What follows belongs to an exercise in optimizing a design on an open flow for small area, a short achievable clock period and few clock cycles per item; a production flow would make more cautious choices. In this exercise RTL edits were held to simulation tests only and were not proved equivalent to the original.

## aud_chain
module aud_chain (
    input  wire         clk,
    input  wire         rst,         
    input  wire         in_valid,
    output wire         in_ready,
    input  wire [255:0] in_rec,
    output reg          out_valid,
    output wire [383:0] chain
);
    localparam [63:0] IV0 = 64'hcbbb9d5dc1059ed8,
                      IV1 = 64'h629a292a367cd507,
                      IV2 = 64'h9159015a3070dd17,
                      IV3 = 64'h152fecd8f70e5939,
                      IV4 = 64'h67332667ffc00b31,
                      IV5 = 64'h8eb44a8768581511,
                      IV6 = 64'hdb0c2e0d64f98fa7,
                      IV7 = 64'h47b5481dbefa4fa4;
    localparam [63:0] K0  = 64'h428a2f98d728ae22,
                      K1  = 64'h7137449123ef65cd;
    reg        busy;
    reg [6:0]  cnt;                 
    reg [63:0] a, b, c, d, e, f, g;
    reg [63:0] p;                   
    reg [63:0] kr;                  
    reg [63:0] w [0:15];            
    assign in_ready = ~busy;
    wire accept = in_valid & ~busy & ~rst;
    wire [63:0] hv [0:5];
    assign hv[0] = a;     assign hv[1] = w[15]; assign hv[2] = w[14];
    assign hv[3] = w[13]; assign hv[4] = e;     assign hv[5] = p;
    genvar gi, gj;
    generate
        for (gi = 0; gi < 6; gi = gi + 1) begin : g_out_word
            for (gj = 0; gj < 8; gj = gj + 1) begin : g_out_byte
                assign chain[8*(8*gi+gj) +: 8] = hv[gi][8*(7-gj) +: 8];
            end
        end
    endgenerate
    wire [63:0] rec_w [0:3];
    generate
        for (gi = 0; gi < 4; gi = gi + 1) begin : g_rec_word
            for (gj = 0; gj < 8; gj = gj + 1) begin : g_rec_byte
                assign rec_w[gi][8*(7-gj) +: 8] = in_rec[8*(8*gi+gj) +: 8];
            end
        end
    endgenerate
    reg [63:0] k_n;
    always @* begin
        case (cnt)
            7'd0:  k_n = 64'hb5c0fbcfec4d3b2f;
            7'd1:  k_n = 64'he9b5dba58189dbbc;
  ...
==> flow/config.mk <==
export PLATFORM = sky130hd
export DESIGN_NAME = aud_chain
export DESIGN_NICKNAME = aud_chain
export VERILOG_FILES = /design/flow/design.v
export SDC_FILE = /design/flow/constraint.sdc
export NUM_CORES = 4
export LEC_CHECK = 0
export CAP_MARGIN = 20
export CORE_AREA = 2.3 2.72 470.5 470.1
export DIE_AREA = 0 0 472.8 472.8
export SLEW_MARGIN = 20
export SYNTH_MEMORY_MAX_BITS = 16384
export SETUP_SLACK_MARGIN = 6.0
export BUFFER_PORTS_ARGS = -buffer_cell sky130_fd_sc_hd__buf_1
export CTS_ARGS = -sink_clustering_enable -repair_clock_nets -sink_clustering_size 15 -sink_clustering_max_diameter 50 -buf_list "sky130_fd_sc_hd__clkbuf_8" -dont_use_dummy_load
==> flow/constraint.sdc <==
create_clock -name core_clock -period 10.5 [get_ports {clk}]
set_input_delay 2.1000 -clock core_clock [delete_from_list [all_inputs] [get_ports {clk}]]
set_output_delay 2.1000 -clock core_clock [all_outputs]
set_load 0.01 [all_outputs]
standard.sh (not shown) runs the stock make flow with config.mk's settings and CLKGATE_MAP_FILE= SYNTH_SCRIPT=/design/flow/synth_recipe.tcl, a recipe that flattens the netlist after the stock synthesis.
==> flow/flow/run.sh <==
#!/bin/bash
# Standard layout, with these changes to the layout's buffering:
#  - repair aims for 6.0 ns of setup slack;
#  - the port buffers that ORFS inserts use the smallest buffer cell;
#  - clock tree synthesis uses clkbuf_8 buffers with sink clusters of up to
#    15 flip-flops, and adds no dummy loads.
set -euo pipefail
cat >> config.mk <<'EOC'
export SETUP_SLACK_MARGIN = 6.0
export BUFFER_PORTS_ARGS = -buffer_cell sky130_fd_sc_hd__buf_1
export CTS_ARGS = -sink_clustering_enable -repair_clock_nets -sink_clustering_size 15 -sink_clustering_max_diameter 50 -buf_list "sky130_fd_sc_hd__clkbuf_8" -dont_use_dummy_load
EOC
bash standard.sh > standard.log 2>&1
Testbench counts at the start, summed over its fixed seeds: cycles 31,112, items 384.
Edit:
--- a/flow/design.v
+++ b/flow/design.v
@@ -156,21 +156,21 @@
     endfunction
     function [127:0] csa(input [63:0] x, input [63:0] y, input [63:0] z);
         csa = {((x & y) | (x & z) | (y & z)) << 1, x ^ y ^ z};
     endfunction
     wire [127:0] t1_cs = csa(big_s1, ch, p);
     wire [127:0] a_cs1 = csa(big_s0, maj, t1_cs[63:0]);
     wire [127:0] a_cs2 = csa(a_cs1[63:0], a_cs1[127:64], t1_cs[127:64]);
-    wire [63:0] a_rnd  = a_cs2[63:0] + a_cs2[127:64];
+    wire [63:0] a_rnd  = add_sk(a_cs2[63:0], a_cs2[127:64]);
     reg         last;               
     reg  [3:0]  fsel;               
     wire        fin = |fsel;
     wire [63:0] e_d    = last ? w[13] : d;
     wire [127:0] e_cs  = csa(e_d, t1_cs[63:0], t1_cs[127:64]);
-    wire [63:0] e_rnd  = e_cs[63:0] + e_cs[127:64];
+    wire [63:0] e_rnd  = add_sk(e_cs[63:0], e_cs[127:64]);
     wire [63:0] p_x    = ~busy ? a : last ? e : g;
     wire [63:0] p_w    = (~busy | last) ? 64'h0 : w[1];
     wire [127:0] p_cs  = csa(p_x, kr, p_w);
     wire [63:0] p_nxt  = add_sk(p_cs[63:0], p_cs[127:64]);
     wire [63:0] sm_s0  = {w[1][0:0], w[1][63:1]} ^ {w[1][7:0], w[1][63:8]} ^ (w[1] >> 7);
     wire [63:0] sm_s1  = {w[14][18:0], w[14][63:19]} ^ {w[14][60:0], w[14][63:61]} ^ (w[14] >> 6);
     wire [63:0] fin_c = ({64{fsel[0]}} & (IV4 - IV0)) | ({64{fsel[1]}} & IV3)
First-iteration DRC count goes down by about 14%.
Final cell count goes down by 2.0%.
Critical path depth goes up by 2.
Final area goes down by 1.3%.
Fmax goes down by 1.5%.
Routed wire length goes down by 4.3%.
Register-to-register slack loses 80 ps.
Sequential cell count is unchanged.
Core utilization goes down by 0.62 points.
Setup slack loses 83 ps.
Via count goes down by 4.1%.
Testbench counts after the change, summed over its fixed seeds: cycles 31,112, items 384.

* * *

aud_chain with an RTL version that a note above also has.
For scale: roughly 9300 cells after synthesis, ~650 I/O pins, ~85000 um^2 of cells after synthesis.
Settings: LEC_CHECK=0, CAP_MARGIN=20, CORE_AREA=2.3 2.72 470.5 470.1, DIE_AREA=0 0 472.8 472.8, SLEW_MARGIN=20, SYNTH_MEMORY_MAX_BITS=16384, SETUP_SLACK_MARGIN=5.5, BUFFER_PORTS_ARGS=-buffer_cell sky130_fd_sc_hd__buf_1, CTS_ARGS=-sink_clustering_enable -repair_clock_nets -sink_clustering_size 15 -sink_clustering_max_diameter 50 -buf_list "sky130_fd_sc_hd__clkbuf_8" -dont_use_dummy_load; clock period 10.5 ns.
==> flow/flow/run.sh <==
#!/bin/bash
# Standard layout, with these changes to the layout's buffering:
#  - repair aims for 5.5 ns of setup slack;
#  - the port buffers that ORFS inserts use the smallest buffer cell;
#  - clock tree synthesis uses clkbuf_8 buffers with sink clusters of up to
#    15 flip-flops, and adds no dummy loads.
set -euo pipefail
cat >> config.mk <<'EOC'
export SETUP_SLACK_MARGIN = 5.5
export BUFFER_PORTS_ARGS = -buffer_cell sky130_fd_sc_hd__buf_1
export CTS_ARGS = -sink_clustering_enable -repair_clock_nets -sink_clustering_size 15 -sink_clustering_max_diameter 50 -buf_list "sky130_fd_sc_hd__clkbuf_8" -dont_use_dummy_load
EOC
bash standard.sh > standard.log 2>&1
Testbench counts at the start, summed over its fixed seeds: cycles 31,112, items 384.
Then changed:
--- a/flow/design.v
+++ b/flow/design.v
@@ -152,29 +152,29 @@
                 p = pn;
             end
             add_sk = x ^ y ^ {g[62:0], 1'b0};
         end
     endfunction
     function [127:0] csa(input [63:0] x, input [63:0] y, input [63:0] z);
         csa = {((x & y) | (x & z) | (y & z)) << 1, x ^ y ^ z};
     endfunction
     wire [127:0] t1_cs = csa(big_s1, ch, p);
     wire [127:0] a_cs1 = csa(big_s0, maj, t1_cs[63:0]);
     wire [127:0] a_cs2 = csa(a_cs1[63:0], a_cs1[127:64], t1_cs[127:64]);
-    wire [63:0] a_rnd  = add_sk(a_cs2[63:0], a_cs2[127:64]);
+    wire [63:0] a_rnd  = a_cs2[63:0] + a_cs2[127:64];
     reg         last;               
     reg  [3:0]  fsel;               
     wire        fin = |fsel;
     wire [63:0] e_d    = last ? w[13] : d;
     wire [127:0] e_cs  = csa(e_d, t1_cs[63:0], t1_cs[127:64]);
-    wire [63:0] e_rnd  = add_sk(e_cs[63:0], e_cs[127:64]);
+    wire [63:0] e_rnd  = e_cs[63:0] + e_cs[127:64];
     wire [63:0] p_x    = ~busy ? a : last ? e : g;
     wire [63:0] p_w    = (~busy | last) ? 64'h0 : w[1];
     wire [127:0] p_cs  = csa(p_x, kr, p_w);
     wire [63:0] p_nxt  = add_sk(p_cs[63:0], p_cs[127:64]);
     wire [63:0] sm_s0  = {w[1][0:0], w[1][63:1]} ^ {w[1][7:0], w[1][63:8]} ^ (w[1] >> 7);
     wire [63:0] sm_s1  = {w[14][18:0], w[14][63:19]} ^ {w[14][60:0], w[14][63:61]} ^ (w[14] >> 6);
     wire [63:0] fin_c = ({64{fsel[0]}} & (IV4 - IV0)) | ({64{fsel[1]}} & IV3)
                       | ({64{fsel[2]}} & IV2) | ({64{fsel[3]}} & IV1);
     wire [127:0] w_cs1 = csa(fin ? 64'h0 : sm_s1, fin ? a : w[9], fin ? 64'h0 : sm_s0);
     wire [127:0] w_cs2 = csa(w_cs1[63:0], w_cs1[127:64], fin ? fin_c : w[0]);
     wire [63:0] w_next = add_sk(w_cs2[63:0], w_cs2[127:64]);
Area after synthesis rose by about 1.8%; setup slack gains 0.19 ns; register-to-register slack is better by 0.19 ns; clock-buffer cell count stays the same; design area grows by about 1%; sequential cell count stays the same; clock skew rises by 0.0048 ns.
Testbench counts after the change, summed over its fixed seeds: cycles 31,112, items 384.

separate check: timing with driven ports:
How much do the figures lean on ideal ports? The routed layouts below were timed once more, with nothing changed but the port constraints.
Step 1, drivers: a clkbuf_16 drives clk and a buf_2 each remaining input, both assumed.
Step 2 moves the port delays by t, midway between the first and last clock arrival at a register: inputs arrive t later, outputs are due t later. That takes back most of the time a late clock gives input paths.
a / b / c = no drivers / after step 1 / after step 2; a / b = the first two.
run | shift t [ns] | slack for setup (ns) | worst setup path at the end
the first run of note 1 | 1.083 | 5.104 / 5.104 / 5.094 | input to register
the second run of note 1 | 1.076 | 5.021 / 5.021 / 5.021 | register to register
the first run of note 2 | 1.068 | 4.920 / 4.920 / 4.920 | register to register
the second run of note 2 | 1.038 | 5.113 / 5.113 / 5.113 | register to register
After both steps setup and hold are still met in every run listed. The setup slack of the first run of note 1, which loses most, moves by 0.000 ns with the drivers and by -0.010 ns with both steps.
